What follows belongs to an exercise in optimizing a design on an open flow for small area and a short achievable clock period; a production flow would make more cautious choices.
Where RTL was checked, it was by simulation tests only, not by an equivalence proof against the original.
No functional check of the RTL was part of runs 1 and 2.

`config.mk`:
```
export PLATFORM = sky130hd
export DESIGN_NAME = gx_word_codec
export DESIGN_NICKNAME = gx_word_codec
export VERILOG_FILES = /design/flow/design.v
export SDC_FILE = /design/flow/constraint.sdc
export NUM_CORES = 4
export LEC_CHECK = 0
export CAP_MARGIN = 20
export CORE_MARGIN = 2
export CORE_UTILIZATION = 40
export SLEW_MARGIN = 20
```
`constraint.sdc`:
```
create_clock -name core_clock -period 26.0 [get_ports {clk}]
set_input_delay 5.2000 -clock core_clock [delete_from_list [all_inputs] [get_ports {clk}]]
set_output_delay 5.2000 -clock core_clock [all_outputs]
set_load 0.01 [all_outputs]
```
`design.v`:
```
module gx_codec_lane (
    input  wire        clk,
    input  wire        in_op,
    input  wire [30:0] in_word,
    input  wire [15:0] in_row,
    output reg  [2:0]  out_status,
    output reg  [19:0] out_data,
    output reg  [10:0] out_syn,
    output reg  [10:0] out_wk       
);
    function [4:0] gf_mul(input [4:0] a, input [4:0] b);
        reg [4:0] t;
        integer   i;
        begin
            gf_mul = 5'd0;
            t = a;
            for (i = 0; i < 5; i = i + 1) begin
                if (b[i])
                    gf_mul = gf_mul ^ t;
                t = {t[3:0], 1'b0} ^ (t[4] ? 5'b00101 : 5'b00000);
            end
        end
    endfunction
    wire [4:0] u_row = {^(in_row & 16'h8000), ^(in_row & 16'h7f80), ^(in_row & 16'h7878), ^(in_row & 16'h6666), ^(in_row & 16'h5555)};
    reg        s1_op;
    reg [30:0] s1_word;
    reg [4:0]  s1_u;
    always @(posedge clk) begin
        s1_op   <= in_op;
        s1_word <= in_op ? in_word : {11'd0, in_word[19:0], 10'd0};
        s1_u    <= u_row;
    end
    wire [19:0] d  = s1_word[29:10];
    wire [9:0]  kr = s1_word[9:0];
    wire [34:0] x  = {s1_u, d, kr};
    wire        s0 = ^s1_word;
    wire        xp = ^{d, kr};
    wire [9:0]  r  = {^(x & 35'h40a4f5600), ^(x & 35'h22f68fd00), ^(x & 35'h13dfb2880), ^(x & 35'h4befd9440), ^(x & 35'h255319c20), ^(x & 35'h520d79810), ^(x & 35'h2b06bcc08), ^(x & 35'h1527ab004), ^(x & 35'h0a93d5802), ^(x & 35'h0549eac01)};
    wire [4:0]  s1 = {^(x & 35'h01763e690), ^(x & 35'h02bb1f348), ^(x & 35'h015d8f9a4), ^(x & 35'h01d8f9a42), ^(x & 35'h02ec7cd21)};
    wire [4:0]  s3 = {^(x & 35'h3f7c985a8), ^(x & 35'h32616a3be), ^(x & 35'h55a8ef930), ^(x & 35'h60c2d477c), ^(x & 35'h2b51df261)};
    reg [4:0] inv3;                           
    always @* begin
        case (s1)
            5'd0: inv3 = 5'd0;
            5'd1: inv3 = 5'd1;
            5'd2: inv3 = 5'd22;
            5'd3: inv3 = 5'd13;
            5'd4: inv3 = 5'd25;
            5'd5: inv3 = 5'd27;
            5'd6: inv3 = 5'd5;
            5'd7: inv3 = 5'd9;
            5'd8: inv3 = 5'd21;
            5'd9: inv3 = 5'd10;
            5'd10: inv3 = 5'd28;
            5'd11: inv3 = 5'd14;
            5'd12: inv3 = 5'd4;
            5'd13: inv3 = 5'd20;
            5'd14: inv3 = 5'd23;
            5'd15: inv3 = 5'd30;
            5'd16: inv3 = 5'd6;
            5'd17: inv3 = 5'd2;
            5'd18: inv3 = 5'd8;
            5'd19: inv3 = 5'd7;
            5'd20: inv3 = 5'd17;
            5'd21: inv3 = 5'd11;
            5'd22: inv3 = 5'd26;
            5'd23: inv3 = 5'd31;
            5'd24: inv3 = 5'd18;
            5'd25: inv3 = 5'd3;
            5'd26: inv3 = 5'd16;
            5'd27: inv3 = 5'd29;
            5'd28: inv3 = 5'd15;
            5'd29: inv3 = 5'd12;
            5'd30: inv3 = 5'd24;
            5'd31: inv3 = 5'd19;
            default: inv3 = 5'd0;
        endcase
    end
    wire [4:0]  q   = gf_mul(s3, inv3);
    wire [4:0]  t   = q ^ 5'd1;
    wire        trt = ^(t & 5'h09);
    wire [4:0]  y   = {^(t & 5'h08), ^(t & 5'h16), ^(t & 5'h18), ^(t & 5'h14), ^(t & 5'h00)};
    wire [4:0]  x1  = gf_mul(s1, y);
    wire [4:0]  x2  = x1 ^ s1;
    wire [30:0] h;                            
    assign h[0] = (x1 == 5'd1) | (x2 == 5'd1);
    assign h[1] = (x1 == 5'd2) | (x2 == 5'd2);
    assign h[2] = (x1 == 5'd4) | (x2 == 5'd4);
    assign h[3] = (x1 == 5'd8) | (x2 == 5'd8);
    assign h[4] = (x1 == 5'd16) | (x2 == 5'd16);
    assign h[5] = (x1 == 5'd5) | (x2 == 5'd5);
    assign h[6] = (x1 == 5'd10) | (x2 == 5'd10);
    assign h[7] = (x1 == 5'd20) | (x2 == 5'd20);
    assign h[8] = (x1 == 5'd13) | (x2 == 5'd13);
    assign h[9] = (x1 == 5'd26) | (x2 == 5'd26);
    assign h[10] = (x1 == 5'd17) | (x2 == 5'd17);
    assign h[11] = (x1 == 5'd7) | (x2 == 5'd7);
    assign h[12] = (x1 == 5'd14) | (x2 == 5'd14);
    assign h[13] = (x1 == 5'd28) | (x2 == 5'd28);
    assign h[14] = (x1 == 5'd29) | (x2 == 5'd29);
    assign h[15] = (x1 == 5'd31) | (x2 == 5'd31);
    assign h[16] = (x1 == 5'd27) | (x2 == 5'd27);
    assign h[17] = (x1 == 5'd19) | (x2 == 5'd19);
    assign h[18] = (x1 == 5'd3) | (x2 == 5'd3);
    assign h[19] = (x1 == 5'd6) | (x2 == 5'd6);
    assign h[20] = (x1 == 5'd12) | (x2 == 5'd12);
    assign h[21] = (x1 == 5'd24) | (x2 == 5'd24);
    assign h[22] = (x1 == 5'd21) | (x2 == 5'd21);
    assign h[23] = (x1 == 5'd15) | (x2 == 5'd15);
    assign h[24] = (x1 == 5'd30) | (x2 == 5'd30);
    assign h[25] = (x1 == 5'd25) | (x2 == 5'd25);
    assign h[26] = (x1 == 5'd23) | (x2 == 5'd23);
    assign h[27] = (x1 == 5'd11) | (x2 == 5'd11);
    assign h[28] = (x1 == 5'd22) | (x2 == 5'd22);
    assign h[29] = (x1 == 5'd9) | (x2 == 5'd9);
    assign h[30] = (x1 == 5'd18) | (x2 == 5'd18);
    wire z1   = (s1 == 5'd0);
    wire s3z  = (s3 == 5'd0);
    wire eq   = (q == 5'd1);                  
    wire corr = s1_op & ~z1 & ~trt & ~h[30] & (eq | ~s0);
    wire good = z1 & s3z;                     
    wire uncp = ~corr & ~good;                
    wire [29:0] flip = h[29:0] & {30{corr}};
    reg [2:0] status;
    always @* begin
        if (corr)
            status = (eq & s0) ? 3'd1 : 3'd2;
        else if (good)
            status = s0 ? 3'd1 : 3'd0;
        else if (z1 & s0 & (s3 == 5'b00100))
            status = 3'd4;
        else
            status = 3'd3;
    end
    wire [9:0] k_dec = kr ^ flip[9:0] ^ ({10{uncp}} & (r ^ 10'h383));
    wire       p_dec = s1_word[30] ^ s0 ^ (corr & eq) ^ (uncp & ^r);
    wire [9:0] k_out = s1_op ? k_dec : r;
    wire       p_out = s1_op ? p_dec : (xp ^ ^r);
    always @(posedge clk) begin
        out_status <= status;
        out_data   <= d ^ flip[29:10];
        out_syn    <= {s0, s1, s3};
        out_wk     <= {p_out, k_out};
    end
endmodule
module gx_word_codec #(
    parameter LANES = 4
) (
    input  wire                 clk,
    input  wire                 rst,           
    input  wire                 in_valid,
    input  wire [LANES-1:0]     in_op,         
    input  wire [31*LANES-1:0]  in_word,
    input  wire [16*LANES-1:0]  in_row,
    output reg                  out_valid,
    output wire [3*LANES-1:0]   out_status,
    output wire [20*LANES-1:0]  out_data,
    output wire [11*LANES-1:0]  out_syn,
    output wire [31*LANES-1:0]  out_word
);
    reg s1_valid;
    always @(posedge clk) begin
        if (rst) begin
            s1_valid  <= 1'b0;
            out_valid <= 1'b0;
        end else begin
            s1_valid  <= in_valid;
            out_valid <= s1_valid;
        end
    end
    genvar n;
    generate
        for (n = 0; n < LANES; n = n + 1) begin : g_lane
            wire [10:0] wk;
            gx_codec_lane u_lane (
                .clk        (clk),
                .in_op      (in_op[n]),
                .in_word    (in_word[31*n +: 31]),
                .in_row     (in_row[16*n +: 16]),
                .out_status (out_status[3*n +: 3]),
                .out_data   (out_data[20*n +: 20]),
                .out_syn    (out_syn[11*n +: 11]),
                .out_wk     (wk)
            );
            assign out_word[31*n +: 31] = {wk[10], out_data[20*n +: 20], wk[9:0]};
        end
    endgenerate
endmodule
```
`run.sh`:
```
#!/bin/bash
# synth_recipe.tcl (not shown) runs the flow's synth.tcl, then flattens the netlist and writes it again
# the make line also repeats each setting of config.mk as NAME=value (left out here)
make -C /OpenROAD-flow-scripts/flow DESIGN_CONFIG=/design/flow/config.mk WORK_HOME=/design/flow/orfs CLKGATE_MAP_FILE= SYNTH_SCRIPT=/design/flow/synth_recipe.tcl finish
```
==> results of run 1 <==
[state kept, by name (all words and copies together) (netlist names)]
| name | count |
|---|---|
| s1_valid | 1 |
| g_lane.u_lane.s1_word | 124 |
| out_valid | 1 |
| g_lane.u_lane.out_wk | 44 |
| g_lane.u_lane.s1_op | 4 |
| g_lane.u_lane.out_syn | 44 |
| g_lane.u_lane.out_status | 12 |
| g_lane.u_lane.s1_u | 20 |
| g_lane.u_lane.out_data | 80 |
[worst paths after layout]
kind                           endpoint                          from  slack (ns)
min reg2reg                   out_valid                      s1_valid        0.44
max          g_lane[3].u_lane.out_wk[5]  g_lane[3].u_lane.s1_word[15]       16.97
max reg2reg  g_lane[3].u_lane.out_wk[5]  g_lane[3].u_lane.s1_word[15]       16.97
min                           out_valid                      s1_valid        0.44
[cell type report]
type	count	share of cell area, %
multi-input combinational	2418	58.3
sequential	330	19.5
timing repair buffer	481	14.0
tap	940	3.46
clock buffer	46	3.14
clock inverter	23	0.925
inverter	68	0.756
antenna	1	0.00737
[cell families after synthesis]
| kind of cell | after synthesis | synth area share [%] |
|---|---|---|
| AOI/OAI and AO/OA | 557 | 14.6 |
| and+or+nand+nor | 759 | 12.9 |
| buffers and inverters | 356 | 6.42 |
| xor gates and xnor gates | 957 | 36.8 |
| adders and majority gates | 30 | 1.33 |
| muxes | 115 | 4.52 |
| DFF | 330 | 23.4 |
[placed cells by master, fill, tap and decap left out, types with 9 or more instances in the layout]
master,count
a211o_1,11
a211oi_1,26
a21o_1,11
a21oi_1,86
a22oi_1,59
a31oi_1,23
a32o_1,12
a32oi_1,12
and2_1,71
and3_1,21
buf_4,26
clkbuf_16,41
clkdlybuf4s50_1,455
dfxtp_1,330
ha_1,30
inv_1,53
inv_2,11
mux2_2,83
mux2i_1,30
nand2_1,187
nand2b_1,26
nand3_1,54
nand4_1,10
nor2_1,239
nor2b_1,24
nor3_1,58
o2111ai_1,11
o211ai_1,12
o21ai_0,79
o221ai_1,19
o22ai_1,44
o32ai_1,16
or3_1,18
xnor2_1,604
xnor2_2,9
xnor3_1,104
xor2_1,206
xor3_1,25
[layer usage]
| metal | GRT usage (%) | wire length (um) |
|---|---|---|
| met5 | 0 | 43 |
| met4 | 6.80 | 2380 |
| met3 | 3.30 | 5240 |
| met2 | 38.5 | 41300 |
| met1 | 32.1 | 39800 |
[through the flow]
stage | hold WS (ns) | worst slack (ns) | area [um^2] | util, %
6_report | 0.440 | 16.97 | 33900 | 48.6
2_1_floorplan | 0.414 | 19.30 | 28200 | -
3_5_place_dp | 0.432 | 17.05 | 32600 | 46.6
3_3_place_gp | 0.434 | 16.87 | 32600 | 46.6
4_1_cts | 0.445 | 16.98 | 33900 | 48.5
5_1_grt | 0.475 | 16.44 | 33900 | 48.6
==> out/results.ini, run 1 <==
[clock_tree]
clock-sinks=330
cts.path.max_buffers=3
htreeDepth=2
cts_root_buf=clkbuf_16
tritoncts=yes
clkLatencyLatePin_ns=0.58
clk_pin_slew_worst_paths_ns=0.06
cts-resized-gates=0
cts_setup_buffers=0
numCtsBuffers=39
cts_hold_buf=0

[sta]
max_clock_freq_mhz=111
worst_pin_slew_ns=1.11
hold_viol=0
setup_violations=0
fin_crit_sh_pct=34.7
rsz0062_at_grt=false
tns_ns=0
post-route-min-period_ns=9.03
drv_slew=0
clock_skew_ns=0.0271
maxSlewHeadroom_pct=25.7

[routing]
num_vias=23071
post_drt_wl_per_cell_um=20.6
routed_wl_um=88800
ant_nets=0
dr.pass1.iters=7
drt_iter0_markers=1843
drc=0
viasPerCell=5.36

[placed_design]
portBuffers=455
dp_hpwl_um=68900
place.gp.congestion=0.942
dpl.cell_count=4237

[synthesis]
ys.warnings.count=2
ys_seq_elements=330
netlist_top_cells_area=dfxtp_1 (23%), xnor2_1 (19%), xnor3_1 (8.3%)
yosysMostFrequentCell=xnor2_1
yosys.area.top_type_share_pct=23.4
yosysTopAreaCell=dfxtp_1
ys_types=114
synthCells=3104
syn_nets=3329
yosysSeqAreaShare_pct=23.4
async_reset_ff_share_pct=0
synthTopCellsByCount=xnor2_1 (605), dfxtp_1 (330), nor2_1 (239)
synth_ff_type=dfxtp_1
avgSynthCellArea_um2=9.08
synth_area_mm2=0.0282
synth_enable_flop_cells=0

[status]
outcome=finished clean

[die]
coreArea_mm2=0.0699
fp.dieArea_mm2=0.0726
row_count=97
fp.dieW_um=269
num_io_pins=456
die_h_um=269
initial_core_util_pct=40.3

[worst_hold_path]
hold_path_depth=1
hold_path_class=reg -> reg

[critical_path]
critPathTopFamily=XOR/XNOR gates
cpMaxStageDelayCell=xnor3_1
worstPathRequired_ns=26.41
cp_max_fo=31
r2r_cells=21
crit_type=reg -> reg
setup.worst_path.start_class=flop
cp_num_cells=21
crit_path_max_incr_delay_ns=1.06
critPathArrivalTime_ns=9.43
crit_chain=xnor3_1, xnor2_1, xnor3_1, inv_1, and3_1, o21ai_0, o211ai_1, nor2_1, xnor3_1, xnor2_1, o21ai_0, a22oi_1, nor3_1, a2111oi_1, xor2_1, xnor2_1, o311a_1, buf_4, or2_1, o22ai_1, o221ai_1
cp-end-kind=flop
critPathBufInv=2

[global_routing]
antenna_found_initial=5
grt_max_degree=44
grt_usage_pct=23.5
grt_pass1_wl_um=135000
grt_overflow=0
grt_pass1_vias=22295

[finish]
finalNonFillerCells=4307
layout-drive-gt1-share_pct=7.34
layout.nets=3563
nFillCells=6693
synthToLayoutAreaGrowth_pct=20.5
multi_input_area_mm2=0.0198
seqCellArea_mm2=0.00661

[job]
maxCapViolCount=0

==> run 2, diff against run 1 <==
==> flow/run.sh (new file) <==
#!/bin/bash
# Layout: the standard flow (standard.sh) with two changes:
#  - the port buffers are sky130_fd_sc_hd__buf_1 cells (one per port, as
#    standard) rather than the delay buffer buffer_ports picks by default;
#  - timing repair aims for SETUP_MARGIN ns of setup slack, so that it also
#    works on the period the design achieves. The clock, the period and the
#    I/O constraints are the standard flow's, unchanged.
set -euo pipefail
cd "$(dirname "$0")/.."
SETUP_MARGIN=$(cat flow/setup_margin)
bash standard.sh synth > flow_synth.log 2>&1
bash standard.sh "BUFFER_PORTS_ARGS=-buffer_cell sky130_fd_sc_hd__buf_1" \
    "SETUP_SLACK_MARGIN=$SETUP_MARGIN" finish > flow_layout.log 2>&1
==> flow/setup_margin (new file) <==
19
==> standard.sh (new file) <==
#!/bin/bash
# synth_recipe.tcl (not shown) runs the flow's synth.tcl, then flattens the netlist and writes it again
# the make line also repeats each setting of config.mk as NAME=value (left out here)
make -C /OpenROAD-flow-scripts/flow DESIGN_CONFIG=/design/flow/config.mk WORK_HOME=/design/flow/orfs CLKGATE_MAP_FILE= SYNTH_SCRIPT=/design/flow/synth_recipe.tcl "${@:-finish}"
removed: run.sh
==> run 2 against run 1 <==
Compared with the run above: critical path depth is 2 higher; critical path type unchanged; via count is 4.0% higher; design area is 0.69% lower; synthesized cell count stayed put; hold slack better by 0.0075 ns; worst setup slack better by 2.2 ns.
==> out/results.ini, run 2 <==
[status]
outcome=finished clean

[global_routing]
antenna_found_initial=5  ; unchanged
grt_overflow=0  ; unchanged
grt_pass1_vias=22171  ; -0.56%
grt_usage_pct=23.4  ; -0.091 points
grt_pass1_wl_um=134000  ; -0.44%
grt_max_degree=44  ; unchanged

[sta]
hold_ws_ns=0.447  ; +0.00753 ns
tns_ns=0  ; unchanged
post-route-min-period_ns=6.84  ; -2.19 ns
rsz0062_at_grt=true
max_clock_freq_mhz=146  ; +32%
hold_viol=0  ; unchanged
setup_violations=0  ; unchanged
clock_skew_ns=0.0257  ; -0.00134 ns
drv_slew=0  ; unchanged
fin_crit_sh_pct=26.3  ; -8.4 points
worst_pin_slew_ns=0.913  ; -0.199 ns
maxSlewHeadroom_pct=38.7  ; +13 points

[worst_hold_path]
hold_path_class=reg -> reg

[routing]
drt_iter0_markers=2130  ; +16%
viasPerCell=5.41  ; +1.0%
post_drt_wl_per_cell_um=20.6  ; about the same
ant_nets=0  ; unchanged
num_vias=23987  ; +4.0%
routed_wl_um=91300  ; +2.9%
dr.pass1.iters=8  ; +1
drc=0  ; unchanged

[finish]
diodes=0  ; -1
layout.nets=3691  ; +3.6%
final_common_cell=xnor2_1
layout-drive-gt1-share_pct=16.8  ; +9.5 points
largest-register=g_lane.u_lane.s1_word
finalNonFillerCells=4432  ; +2.9%
final_cell_mix=xnor2_1 (550), buf_1 (454), dfxtp_1 (270)
nFillCells=6696  ; +0.045%
synthToLayoutAreaGrowth_pct=19.6
reg_top3=g_lane.u_lane.s1_word x124, g_lane.u_lane.out_data x80
largest_reg_flops=124  ; unchanged

[die]
die_h_um=269  ; unchanged
fp.dieArea_mm2=0.0726  ; unchanged
fp.dieW_um=269  ; unchanged
num_io_pins=456  ; unchanged
row_count=97  ; unchanged
initial_core_util_pct=40.3  ; unchanged
coreArea_mm2=0.0699  ; unchanged

[placed_design]
dpl.cell_count=4237  ; unchanged
portBuffers=455  ; unchanged
place.gp.congestion=0.950  ; +0.77%
dp_hpwl_um=67600  ; -1.9%

[synthesis]
async_reset_ff_share_pct=0  ; unchanged
synthTopCellsByCount=xnor2_1 (605), dfxtp_1 (330), nor2_1 (239)
yosysTopAreaCell=dfxtp_1
ys_seq_elements=330  ; unchanged
synth_area_mm2=0.0282  ; unchanged
synth_enable_flop_cells=0  ; unchanged
yosysMostFrequentCell=xnor2_1
ys_types=114  ; unchanged
ys.warnings.count=2  ; unchanged
synthCells=3104  ; unchanged
syn_nets=3329  ; unchanged
synth_ff_type=dfxtp_1
yosys.area.top_type_share_pct=23.4  ; unchanged
netlist_top_cells_area=dfxtp_1 (23%), xnor2_1 (19%), xnor3_1 (8.3%)
avgSynthCellArea_um2=9.08  ; unchanged
yosysSeqAreaShare_pct=23.4  ; unchanged

[clock_tree]
htreeDepth=2  ; unchanged
cts_root_buf=clkbuf_16
clk_pin_slew_worst_paths_ns=0.07  ; about the same
cts_hold_buf=0  ; unchanged
clock-sinks=330  ; unchanged
cts.path.max_buffers=3  ; unchanged
numCtsBuffers=40  ; +2.6%
tritoncts=yes
clkLatencyLatePin_ns=0.57  ; about the same

[critical_path]
critPathBufInv=4  ; +2
worstPathRequired_ns=26.46  ; +0.05 ns
critPathTopFamily=compound AO/OA/AOI/OAI gates
cpMaxStageDelayCell=xor3_4
critPathArrivalTime_ns=7.30  ; -2.13 ns
cp_max_fo=21  ; -32%
cp-end-kind=flop
crit_chain=xnor3_1, xnor2_4, xor3_4, inv_4, nand2_1, a31o_1, o32a_1, and4_1, a41oi_1, nand4_1, nor2_4, buf_4, xnor2_1, buf_4, nor2_1, o311a_1, or3_4, xor2_4, and3_4, a221o_2, clkbuf_16, a311o_1, a31o_1
crit_path_max_incr_delay_ns=0.67  ; -0.39 ns
crit_type=reg -> reg
setup.worst_path.start_class=flop

[job]
maxCapViolCount=0  ; unchanged

[run 2: worst paths after layout]
| check | to | start | slack [ns] | cells after the start |
|---|---|---|---|---|
| worst max register to register | g_lane[2].u_lane.out_wk[0] | g_lane[2].u_lane.s1_word[13] | 19.16 | 23 |
| worst min register to register | out_valid | s1_valid | 0.45 | 1 |
| worst min-delay path | out_valid | s1_valid | 0.45 | 1 |
| worst max-delay path | g_lane[2].u_lane.out_wk[0] | g_lane[2].u_lane.s1_word[13] | 19.16 | 23 |
[run 2: timing repair]
item | CTS | global route
pin swaps | 25 | 49
gates cloned | 2 | 7
endpoints found under the setup margin | 132 | 112
buffers inserted | 41 | 77
gates resized for setup | 191 | 149
[run 2: area by class of cell]
type	count	area (um^2)	share of cell area, %
repair buffers	601	2900	8.59
well taps	940	1180	3.49
inverters	68	327	0.969
clock buffers	52	1100	3.25
repair inverters	2	10.0	0.0297
flip-flops and latches	330	6700	19.9
clock inverters	16	239	0.709
multi-input cells	2423	21300	63.1
[run 2: layer usage]
layer  track usage [%]  vias up  share of wire [%]
li1                  -    11362                  -
met1              31.7    11529                 43
met5                 0        -              0.058
met3              3.23      123                6.6
met4              5.88        8                2.2
met2              39.1      965                 48
[run 2: per-stage QoR]
stage	area (um^2)	setup WS, ns	utilization [%]
floorplan	28200	19.30	-
global placement	29700	16.97	42.5
detailed placement	29700	17.06	42.5
CTS	32300	19.00	46.2
global route	33700	18.91	48.2
finish	33700	19.16	48.2
[run 2: logic make-up (layout without fill, tap and decap cells)]
group / Yosys count / after routing / synth area share, %
buf+inv: 356 / 739 / 6.42
fa+ha+maj: 30 / 30 / 1.33
compound gates: 557 / 559 / 14.6
xor+xnor: 957 / 960 / 36.8
flops: 330 / 330 / 23.4
mux: 115 / 115 / 4.52
simple gates: 759 / 759 / 12.9
[run 2: worst reg2reg max path: stages, from the launching register on]
cell,delay (ns)
dfxtp_2,0.42
xnor3_1,0.52
xnor2_4,0.30
xor3_4,0.67
inv_4,0.23
nand2_1,0.11
a31o_1,0.28
o32a_1,0.43
and4_1,0.21
a41oi_1,0.17
nand4_1,0.24
nor2_4,0.17
buf_4,0.16
xnor2_1,0.16
buf_4,0.20
nor2_1,0.05
o311a_1,0.37
or3_4,0.43
xor2_4,0.21
and3_4,0.21
a221o_2,0.45
clkbuf_16,0.20
a311o_1,0.31
a31o_1,0.22
==> run 3, diff against run 2 <==
--- a/design.v
+++ b/design.v
@@ -37,5 +37,117 @@
     wire        xp = ^{d, kr};
-    wire [9:0]  r  = {^(x & 35'h40a4f5600), ^(x & 35'h22f68fd00), ^(x & 35'h13dfb2880), ^(x & 35'h4befd9440), ^(x & 35'h255319c20), ^(x & 35'h520d79810), ^(x & 35'h2b06bcc08), ^(x & 35'h1527ab004), ^(x & 35'h0a93d5802), ^(x & 35'h0549eac01)};
-    wire [4:0]  s1 = {^(x & 35'h01763e690), ^(x & 35'h02bb1f348), ^(x & 35'h015d8f9a4), ^(x & 35'h01d8f9a42), ^(x & 35'h02ec7cd21)};
-    wire [4:0]  s3 = {^(x & 35'h3f7c985a8), ^(x & 35'h32616a3be), ^(x & 35'h55a8ef930), ^(x & 35'h60c2d477c), ^(x & 35'h2b51df261)};
+    wire [9:0]  r;
+    wire [4:0]  s1, s3;
+    wire [9:0] s13;
+    wire ls_35 = x[15] ^ x[26];
+    wire ls_36 = x[5] ^ x[8];
+    wire ls_37 = x[24] ^ ls_35;
+    wire ls_38 = x[14] ^ x[16];
+    wire ls_39 = x[28] ^ ls_37;
+    wire ls_40 = x[18] ^ x[27];
+    wire ls_41 = x[25] ^ x[29];
+    wire ls_42 = x[11] ^ x[23];
+    wire ls_43 = x[13] ^ x[20];
+    wire ls_44 = x[9] ^ ls_38;
+    wire ls_45 = x[19] ^ ls_36;
+    wire ls_46 = x[7] ^ x[22];
+    wire ls_47 = x[12] ^ ls_42;
+    wire ls_48 = x[4] ^ x[17];
+    wire ls_49 = x[21] ^ ls_44;
+    wire ls_50 = ls_39 ^ ls_46;
+    wire ls_51 = x[3] ^ x[33];
+    wire ls_52 = x[2] ^ ls_43;
+    wire ls_53 = ls_45 ^ ls_50;
+    wire ls_54 = ls_36 ^ ls_41;
+    wire ls_55 = x[34] ^ ls_40;
+    wire ls_56 = x[6] ^ x[19];
+    wire ls_57 = x[13] ^ ls_48;
+    wire ls_58 = x[1] ^ x[9];
+    wire ls_59 = ls_39 ^ ls_56;
+    wire ls_60 = ls_35 ^ ls_54;
+    wire ls_61 = x[30] ^ x[32];
+    wire ls_62 = x[14] ^ ls_47;
+    wire ls_63 = x[17] ^ ls_40;
+    wire ls_64 = x[6] ^ ls_49;
+    wire ls_65 = x[23] ^ ls_41;
+    wire ls_66 = x[10] ^ ls_51;
+    wire ls_67 = x[12] ^ ls_43;
+    wire ls_68 = x[25] ^ ls_57;
+    wire ls_69 = ls_45 ^ ls_55;
+    wire ls_70 = x[15] ^ x[24];
+    wire ls_71 = x[22] ^ ls_38;
+    wire ls_72 = ls_66 ^ ls_69;
+    wire ls_73 = x[27] ^ ls_70;
+    wire ls_74 = x[3] ^ ls_73;
+    wire ls_75 = ls_61 ^ ls_69;
+    wire ls_76 = ls_64 ^ ls_67;
+    wire ls_77 = x[10] ^ ls_71;
+    wire ls_78 = x[16] ^ ls_58;
+    wire ls_79 = x[0] ^ ls_59;
+    wire ls_80 = x[5] ^ x[31];
+    wire ls_81 = ls_74 ^ ls_76;
+    wire ls_82 = x[0] ^ ls_42;
+    wire ls_83 = x[7] ^ x[32];
+    wire ls_84 = ls_52 ^ ls_62;
+    wire ls_85 = x[33] ^ ls_80;
+    wire ls_86 = ls_44 ^ ls_85;
+    wire ls_87 = ls_63 ^ ls_78;
+    wire ls_88 = ls_53 ^ ls_66;
+    wire ls_89 = ls_59 ^ ls_87;
+    wire ls_90 = x[29] ^ ls_67;
+    wire ls_91 = ls_58 ^ ls_83;
+    wire ls_92 = x[18] ^ ls_48;
+    wire ls_93 = x[26] ^ ls_72;
+    wire ls_94 = ls_60 ^ ls_82;
+    wire ls_95 = ls_65 ^ ls_81;
+    wire ls_96 = ls_77 ^ ls_94;
+    wire ls_97 = ls_60 ^ ls_91;
+    wire ls_98 = x[8] ^ ls_95;
+    wire ls_99 = x[18] ^ ls_86;
+    wire ls_100 = ls_52 ^ ls_92;
+    wire ls_101 = ls_63 ^ ls_96;
+    wire ls_102 = ls_90 ^ ls_99;
+    wire ls_103 = ls_97 ^ ls_100;
+    wire ls_104 = ls_65 ^ ls_88;
+    wire ls_105 = ls_53 ^ ls_84;
+    wire ls_106 = x[28] ^ ls_62;
+    wire ls_107 = x[2] ^ ls_93;
+    wire ls_108 = ls_49 ^ ls_50;
+    wire ls_109 = x[16] ^ ls_104;
+    wire ls_110 = x[10] ^ ls_68;
+    wire ls_111 = x[4] ^ ls_107;
+    wire ls_112 = ls_108 ^ ls_110;
+    wire ls_113 = x[31] ^ ls_61;
+    wire ls_114 = ls_51 ^ ls_103;
+    wire ls_115 = x[15] ^ ls_75;
+    wire ls_116 = ls_68 ^ ls_106;
+    wire ls_117 = ls_64 ^ ls_111;
+    wire ls_118 = ls_79 ^ ls_102;
+    wire ls_119 = ls_47 ^ ls_89;
+    wire ls_120 = ls_109 ^ ls_113;
+    wire ls_121 = ls_115 ^ ls_116;
+    assign s13 = {ls_120, ls_114, ls_121, ls_117, ls_118, ls_112, ls_98, ls_105, ls_119, ls_101};
+    assign s1 = s13[4:0];
+    assign s3 = s13[9:5];
+    wire lr_10 = s13[0] ^ s13[5];
+    wire lr_11 = s13[3] ^ lr_10;
+    wire lr_12 = s13[4] ^ s13[8];
+    wire lr_13 = s13[7] ^ s13[9];
+    wire lr_14 = s13[1] ^ lr_12;
+    wire lr_15 = s13[6] ^ lr_14;
+    wire lr_16 = s13[2] ^ s13[6];
+    wire lr_17 = s13[2] ^ s13[9];
+    wire lr_18 = lr_11 ^ lr_13;
+    wire lr_19 = lr_13 ^ lr_16;
+    wire lr_20 = lr_10 ^ lr_17;
+    wire lr_21 = s13[4] ^ lr_11;
+    wire lr_22 = s13[4] ^ lr_18;
+    wire lr_23 = lr_15 ^ lr_18;
+    wire lr_24 = lr_16 ^ lr_21;
+    wire lr_25 = s13[7] ^ lr_15;
+    wire lr_26 = s13[1] ^ lr_19;
+    wire lr_27 = lr_10 ^ lr_19;
+    wire lr_28 = lr_14 ^ lr_20;
+    wire lr_29 = s13[0] ^ lr_25;
+    wire lr_30 = lr_11 ^ lr_17;
+    assign r = {lr_22, lr_27, lr_23, lr_24, lr_28, lr_15, lr_11, lr_30, lr_26, lr_29};
     reg [4:0] inv3;                           
@@ -121,4 +233,2 @@
     wire good = z1 & s3z;                     
-    wire uncp = ~corr & ~good;                
-    wire [29:0] flip = h[29:0] & {30{corr}};
     reg [2:0] status;
@@ -134,11 +244,11 @@
     end
-    wire [9:0] k_dec = kr ^ flip[9:0] ^ ({10{uncp}} & (r ^ 10'h383));
-    wire       p_dec = s1_word[30] ^ s0 ^ (corr & eq) ^ (uncp & ^r);
-    wire [9:0] k_out = s1_op ? k_dec : r;
-    wire       p_out = s1_op ? p_dec : (xp ^ ^r);
+    wire [9:0] k_nc = s1_op ? (kr ^ ({10{~good}} & (r ^ 10'h383))) : r;
+    wire       p_nc = s1_op ? (s1_word[30] ^ s0 ^ (~good & ^r)) : (xp ^ ^r);
+    wire [9:0] k_c  = kr ^ h[9:0];
+    wire       p_c  = s1_word[30] ^ s0 ^ eq;
     always @(posedge clk) begin
         out_status <= status;
-        out_data   <= d ^ flip[29:10];
+        out_data   <= corr ? d ^ h[29:10] : d;
         out_syn    <= {s0, s1, s3};
-        out_wk     <= {p_out, k_out};
+        out_wk     <= corr ? {p_c, k_c} : {p_nc, k_nc};
     end
==> flow/setup_margin (replaced) <==
19.4
==> run 3 against run 2 <==
Compared with the run above: routed wire length decreased by 5.1%; critical endpoint is now g_lane[1].u_lane.out_wk[0]; count of clock-buffer cells in the layout decreased by 6; worst setup slack improved by 0.31 ns; critical path depth increased by 2.
==> out/results.ini, run 3 <==
[status]
outcome=finished clean

[synthesis]
ys_types=116  ; +1.8%
yosys.area.top_type_share_pct=25.2  ; +1.7 points
ys_seq_elements=330  ; unchanged
netlist_top_cells_area=dfxtp_1 (25%), xnor2_1 (17%), xnor3_1 (5.2%)
yosysMostFrequentCell=xnor2_1
synthCells=2913  ; -6.2%
synth_enable_flop_cells=0  ; unchanged
async_reset_ff_share_pct=0  ; unchanged
ys.warnings.count=2  ; unchanged
yosysTopAreaCell=dfxtp_1
synth_ff_type=dfxtp_1
avgSynthCellArea_um2=9.01  ; -0.78%
syn_nets=3136  ; -5.8%
yosysSeqAreaShare_pct=25.2  ; +1.7 points
synthTopCellsByCount=xnor2_1 (504), dfxtp_1 (330), nand2_1 (226)
synth_area_mm2=0.0262  ; -6.9%

[clock_tree]
clk_pin_slew_worst_paths_ns=0.06  ; about the same
htreeDepth=2  ; unchanged
clock-sinks=330  ; unchanged
numCtsBuffers=38  ; -5.0%
cts_root_buf=clkbuf_16
clkLatencyLatePin_ns=0.57  ; about the same
tritoncts=yes
cts.path.max_buffers=3  ; unchanged

[sta]
clock_skew_ns=0.0162  ; -0.00958 ns
drv_slew=0  ; unchanged
hold_viol=0  ; unchanged
setup_violations=0  ; unchanged
max_clock_freq_mhz=153  ; +4.8%
maxSlewHeadroom_pct=38.5  ; -0.26 points
worst_pin_slew_ns=0.920  ; +0.00727 ns
tns_ns=0  ; unchanged
rsz0062_at_grt=true
post-route-min-period_ns=6.53  ; -0.315 ns
fin_crit_sh_pct=25.1  ; -1.2 points

[routing]
dr.pass1.iters=6  ; -2
routed_wl_um=86600  ; -5.1%
drc=0  ; unchanged
viasPerCell=5.55  ; +2.5%
post_drt_wl_per_cell_um=20.0  ; -3.0%
num_vias=24062  ; +0.31%
drt_iter0_markers=1950  ; -8.5%
ant_nets=0  ; unchanged

[global_routing]
grt_max_degree=41  ; -6.8%
grt_pass1_wl_um=127000  ; -5.3%
grt_usage_pct=23.6  ; +0.22 points
grt_overflow=0  ; unchanged
antenna_found_initial=0  ; -5
grt_pass1_vias=22263  ; +0.41%

[critical_path]
cpMaxStageDelayCell=xor3_2
setup.worst_path.start_class=flop
worstPathRequired_ns=26.47  ; about the same
cp-end-kind=flop
crit_path_max_incr_delay_ns=0.53  ; -0.14 ns
crit_type=reg -> reg
cp_max_fo=10  ; -52%
ff2ff_setup_slack_ns=19.47  ; +0.31 ns
cpMostUsedCell=buf_4
critPathArrivalTime_ns=6.99  ; -0.31 ns

[die]
die_h_um=260  ; -3.5%
num_io_pins=456  ; unchanged
coreArea_mm2=0.0647  ; -7.5%
fp.dieArea_mm2=0.0677  ; -6.8%
row_count=93  ; -4.1%
fp.dieW_um=260  ; -3.5%
initial_core_util_pct=40.6  ; +0.25 points

[finish]
largest_reg_flops=124  ; unchanged
synthToLayoutAreaGrowth_pct=28.4
largest-register=g_lane.u_lane.s1_word
layout-drive-gt1-share_pct=24.9  ; +8.1 points
final_cell_mix=xnor2_1 (456), buf_1 (455), dfxtp_1 (274)
diodes=0  ; unchanged
finalInstanceArea_mm2=0.0337  ; about the same
layout.nets=3676  ; -0.41%
nFillCells=5980  ; -11%
reg_top3=g_lane.u_lane.s1_word x124, g_lane.u_lane.out_data x80
final_common_cell=xnor2_1

[worst_hold_path]
hold_path_class=reg -> reg

[placed_design]
place.gp.congestion=0.922  ; -2.9%
dp_hpwl_um=60300  ; -11%
placed_cell_area_mm2=0.0279  ; -6.1%
portBuffers=455  ; unchanged

[job]
maxCapViolCount=0  ; unchanged

run 3: changes by cell type after synthesis, moves of 13 or more:
| cell | before | now |
|---|---|---|
| nand2_1 | 187 | 226 |
| xnor3_1 | 104 | 61 |
| nor2_1 | 239 | 191 |
| nand3_1 | 54 | 77 |
| buf_4 | 88 | 105 |
| clkbuf_1 | 86 | 54 |
| xnor2_1 | 605 | 504 |
| o22ai_1 | 44 | 72 |
| buf_2 | 89 | 49 |
| xor2_1 | 207 | 130 |
| nand4_1 | 10 | 23 |
| a22oi_1 | 59 | 43 |
| o21ai_1 | 5 | 20 |
run 3: stage by stage:
stage               util (%)  std cells  setup slack (ns)  hold WS (ns)
finish                  52.1       4336             19.47         0.447
global route            52.1       4336             19.28         0.471
CTS                     48.5       4208             19.40         0.446
detailed placement      43.1       4017             17.33         0.445
global placement        43.1       4017             17.55         0.418
floorplan                  -       2913             19.56         0.414
run 3: kinds of logic (layout without fill, tap and decap cells):
kind of cell / count (synthesis) / in the layout / share of synthesized area (%)
AO/OA/AOI/OAI: 593 / 596 / 16.7
XOR/XNOR: 744 / 748 / 30.3
adder cells (fa/ha/maj): 28 / 28 / 1.34
buffers and inverters: 304 / 859 / 6.32
flip-flops: 330 / 330 / 25.2
AND/OR/NAND/NOR: 783 / 788 / 14.4
multiplexers: 131 / 132 / 5.76
run 3: critical path: cells and delay by family, from the launching register on:
family	cells	cell delay, ns
buffers and inverters	5	0.93
DFF	1	0.41
and+or+nand+nor	4	1.02
xor gates and xnor gates	6	2.02
AOI/OAI and AO/OA	10	2.02
run 3: area by class of cell:
| cell class | count | area (um^2) | area share, % |
|---|---|---|---|
| clock buffer | 46 | 1070 | 3.19 |
| inverter | 64 | 347 | 1.03 |
| sequential | 330 | 6710 | 19.9 |
| tap | 855 | 1070 | 3.17 |
| clock inverter | 22 | 338 | 1.00 |
| timing repair buffer | 725 | 4020 | 11.9 |
| multi-input combinational | 2292 | 20100 | 59.7 |
| timing repair inverter | 2 | 10.0 | 0.0297 |
run 3: timing repair:
action / in CTS / in global routing
buffers inserted: 112 / 120
resized for setup: 222 / 277
setup endpoints to repair: 132 / 132
pin swaps: 55 / 111
gates cloned: 11 / 8
hold buffers: 0 / 0
run 3: worst paths after layout:
kind | startpoint | to | depth (start not counted)
setup / recovery | g_lane[1].u_lane.s1_word[15] | g_lane[1].u_lane.out_wk[0] | 25
hold / removal | s1_valid | out_valid | 1
setup reg to reg | g_lane[1].u_lane.s1_word[15] | g_lane[1].u_lane.out_wk[0] | 25
hold reg to reg | s1_valid | out_valid | 1
run 3: routing by layer:
layer	track usage, %	part of all wire (%)	up-vias
met4	5.75	2.4	0
li1	-	-	11317
met3	3.10	6.7	145
met5	0	0	-
met1	31.7	42	11575
met2	40.0	49	1025
==> run 4, diff against run 3 <==
==> flow/setup_margin (replaced) <==
19.0
==> run 4 against run 3 <==
Compared with the run above: first-iteration DRC count is 2.5% lower; die area stayed put; register-to-register slack got worse by 0.27 ns; maximum frequency down 3.9%; synthesized cell count is the same; non-clock buffer count down 121; count of clock-buffer cells in the layout grew 6; largest cell class unchanged.
==> out/results.ini, run 4 <==
[worst_hold_path]
hold_path_depth=1  ; unchanged
hold_path_end=out_valid
worstHoldStart=s1_valid
hold_path_class=reg -> reg

[sta]
post-route-min-period_ns=6.79  ; +0.268 ns
worst_pin_slew_ns=0.869  ; -0.0510 ns
layout_setup_ws_ns=19.21  ; -0.268 ns
maxSlewHeadroom_pct=41.9  ; +3.4 points
max_clock_freq_mhz=147  ; -3.9%
clock_skew_ns=0.00962  ; -0.00654 ns
drv_slew=0  ; unchanged
hold_viol=0  ; unchanged
setup_violations=0  ; unchanged
rsz0062_at_grt=true
tns_ns=0  ; unchanged
fin_crit_sh_pct=26.1  ; +1.0 points

[clock_tree]
tritoncts=yes
cts_root_buf=clkbuf_16
clk_pin_slew_worst_paths_ns=0.06  ; about the same
clkLatencyLatePin_ns=0.56  ; about the same
htreeDepth=2  ; unchanged
cts_hold_buf=0  ; unchanged
numCtsBuffers=38  ; unchanged
clock-sinks=330  ; unchanged
cts.path.max_buffers=3  ; unchanged

[critical_path]
cp-end-kind=flop
setup.worst_path.start_class=flop
crit_type=reg -> reg
r2r-start=g_lane[1].u_lane.s1_word[11]
ff2ff_setup_slack_ns=19.21  ; -0.27 ns
reg2reg_to=g_lane[1].u_lane.out_wk[3]
cp_max_fo=20  ; +10
cpMaxStageDelayCell=xnor3_4
crit_path_max_incr_delay_ns=0.52  ; about the same
worstPathRequired_ns=26.43  ; -0.04 ns
r2r_cells=25  ; unchanged
critPathArrivalTime_ns=7.22  ; +0.23 ns
cpMostUsedCell=buf_4

[routing]
wl_met1_um=35200  ; -3.3%
viasPerCell=5.52  ; -0.49%
routed_wl_um=82100  ; -5.2%
post_drt_wl_per_cell_um=19.5  ; -2.3%
dr.pass1.iters=5  ; -1
dr_wl_met3_um=5330  ; -7.8%
drt_iter0_markers=1902  ; -2.5%
dr_wl_met2_um=39300  ; -7.1%
top_layer=met4
ant_nets=0  ; unchanged
drc=0  ; unchanged
num_vias=23226  ; -3.5%

[finish]
nFillCells=6256  ; +4.6%
finalNonFillerCells=4206  ; -3.0%
layout.nets=3548  ; -3.5%
layout-drive-gt1-share_pct=17.6  ; -7.3 points
final_cell_mix=xnor2_1 (476), buf_1 (455), dfxtp_1 (313)
synthToLayoutAreaGrowth_pct=19.1
final_common_cell=xnor2_1
reg_top3=g_lane.u_lane.s1_word x124, g_lane.u_lane.out_data x80
diodes=0  ; unchanged
largest-register=g_lane.u_lane.s1_word
largest_reg_flops=124  ; unchanged

[global_routing]
grt_pass1_vias=21410  ; -3.8%
antenna_found_initial=0  ; unchanged
grt_overflow=0  ; unchanged
grt_pass1_wl_um=123000  ; -3.7%
grt_max_degree=41  ; unchanged
grt_usage_pct=22.8  ; -0.83 points

[synthesis]
yosysMostFrequentCell=xnor2_1
synth_enable_flop_cells=0  ; unchanged
syn_nets=3136  ; unchanged
yosysTopAreaCell=dfxtp_1
synthCells=2913  ; unchanged
synth_area_mm2=0.0262  ; unchanged
synthTopCellsByCount=xnor2_1 (504), dfxtp_1 (330), nand2_1 (226)
avgSynthCellArea_um2=9.01  ; unchanged
ys_types=116  ; unchanged
async_reset_ff_share_pct=0  ; unchanged
yosys.area.top_type_share_pct=25.2  ; unchanged
ys_seq_elements=330  ; unchanged
synth_ff_type=dfxtp_1
yosysSeqAreaShare_pct=25.2  ; unchanged
ys.warnings.count=2  ; unchanged
netlist_top_cells_area=dfxtp_1 (25%), xnor2_1 (17%), xnor3_1 (5.2%)

[placed_design]
pre_cts_ws_ns=17.56  ; +0.222 ns
place.gp.congestion=0.915  ; -0.74%
dp_hpwl_um=60400  ; +0.21%
dpl.cell_count=4015  ; -0.050%
portBuffers=455  ; unchanged

[die]
fp.dieW_um=260  ; unchanged
initial_core_util_pct=40.6  ; unchanged
row_count=93  ; unchanged
die_h_um=260  ; unchanged
coreArea_mm2=0.0647  ; unchanged
fp.dieArea_mm2=0.0677  ; unchanged
num_io_pins=456  ; unchanged

[job]
maxCapViolCount=0  ; unchanged

[status]
outcome=finished clean

==> run 4: cell counts after synthesis <==
Identical to the previous run, type by type.
==> run 4: logic make-up (layout without fill, tap and decap cells) <==
logic type / after synthesis / count (layout) / share of synthesized area [%]
buffers and inverters: 304 / 736 / 6.32
xor gates and xnor gates: 744 / 748 / 30.3
muxes: 131 / 131 / 5.76
and+or+nand+nor: 783 / 784 / 14.4
DFF: 330 / 330 / 25.2
adders and majority gates: 28 / 28 / 1.34
AOI/OAI and AO/OA: 593 / 594 / 16.7
==> run 4: layout make-up <==
cell class              instances  area (um^2)  area share [%]
well taps                     855         1070            3.42
flip-flops and latches        330         6640            21.2
repair buffers                604         2870            9.17
clock inverters                14          150           0.480
repair inverters                2         10.0          0.0320
multi-input cells            2285        19100            61.2
inverters                      64          312           0.997
clock buffers                  52         1070            3.44
==> run 4: worst max-delay path: cells and delay by family, from the launching register on <==
family / cells / cell delay [ns]
buf+inv: 4 / 0.69
mux: 2 / 0.81
fa+ha+maj: 1 / 0.33
flops: 1 / 0.37
xor+xnor: 3 / 1.15
compound gates: 10 / 2.16
simple gates: 5 / 1.15
==> run 4: worst max path at each step <==
stage,end,start,slack [ns],depth (start not counted)
2_1_floorplan,g_lane[1].u_lane.out_wk[7],g_lane[1].u_lane.s1_word[16],19.37,25
3_3_place_gp,g_lane[2].u_lane.out_wk[10],g_lane[2].u_lane.s1_word[25],17.42,21
3_5_place_dp,g_lane[2].u_lane.out_wk[10],g_lane[2].u_lane.s1_word[23],17.56,21
4_1_cts,g_lane[1].u_lane.out_wk[9],g_lane[1].u_lane.s1_word[11],19.00,21
5_1_grt,g_lane[2].u_lane.out_wk[10],g_lane[2].u_lane.s1_word[18],18.96,24
6_report,g_lane[1].u_lane.out_wk[3],g_lane[1].u_lane.s1_word[11],19.21,25
==> run 4: metal layers <==
layer / vias up / track usage (%)
met5: - / 0
met4: 0 / 6.63
met3: 148 / 3.12
met2: 931 / 37.6
met1: 11088 / 30.9
li1: 11059 / -
==> run 4: what timing repair did <==
action,4_1_cts,5_1_grt
gates cloned,4,4
resized for setup,122,125
buffers inserted,58,59
endpoints found under the setup margin,132,130
pin swaps,22,36
==> run 4: through the flow <==
stage	area (um^2)	hold WS, ns	utilization, %
after detailed placement	27900	0.431	43.1
after global placement	27900	0.420	43.1
after global routing	31300	0.460	48.3
final	31300	0.441	48.3
after floorplan	26200	0.414	-
after CTS	30200	0.441	46.7

## what the ideal ports hide
In the flow no input, the clock included, has a driving cell. The finished layouts below were timed again as built, in two steps. Step 1 assumes that a clkbuf_16 drives the clock port and a buf_2 every other input. Step 2 moves the port delays by t, midway between the first and last clock arrival at a register: inputs arrive t later, outputs are due t later. That takes back most of the time a late clock gives input paths. a / b / c = ideal ports / drivers / drivers and shift; a / b = the first two.
| run | t (ns) | setup slack, ns | worst hold slack (ns) |
|---|---|---|---|
| run 1 | 0.620 | 16.973 / 16.973 / 16.973 | 0.440 / 0.440 / 0.440 |
| run 2 | 0.612 | 19.159 / 19.159 / 19.159 | 0.447 / 0.447 / 0.447 |
| run 3 | 0.625 | 19.474 / 19.474 / 19.474 | 0.447 / 0.447 / 0.447 |
| run 4 | 0.613 | 19.207 / 19.207 / 19.207 | 0.441 / 0.441 / 0.441 |
After both steps every run listed still meets setup and hold.
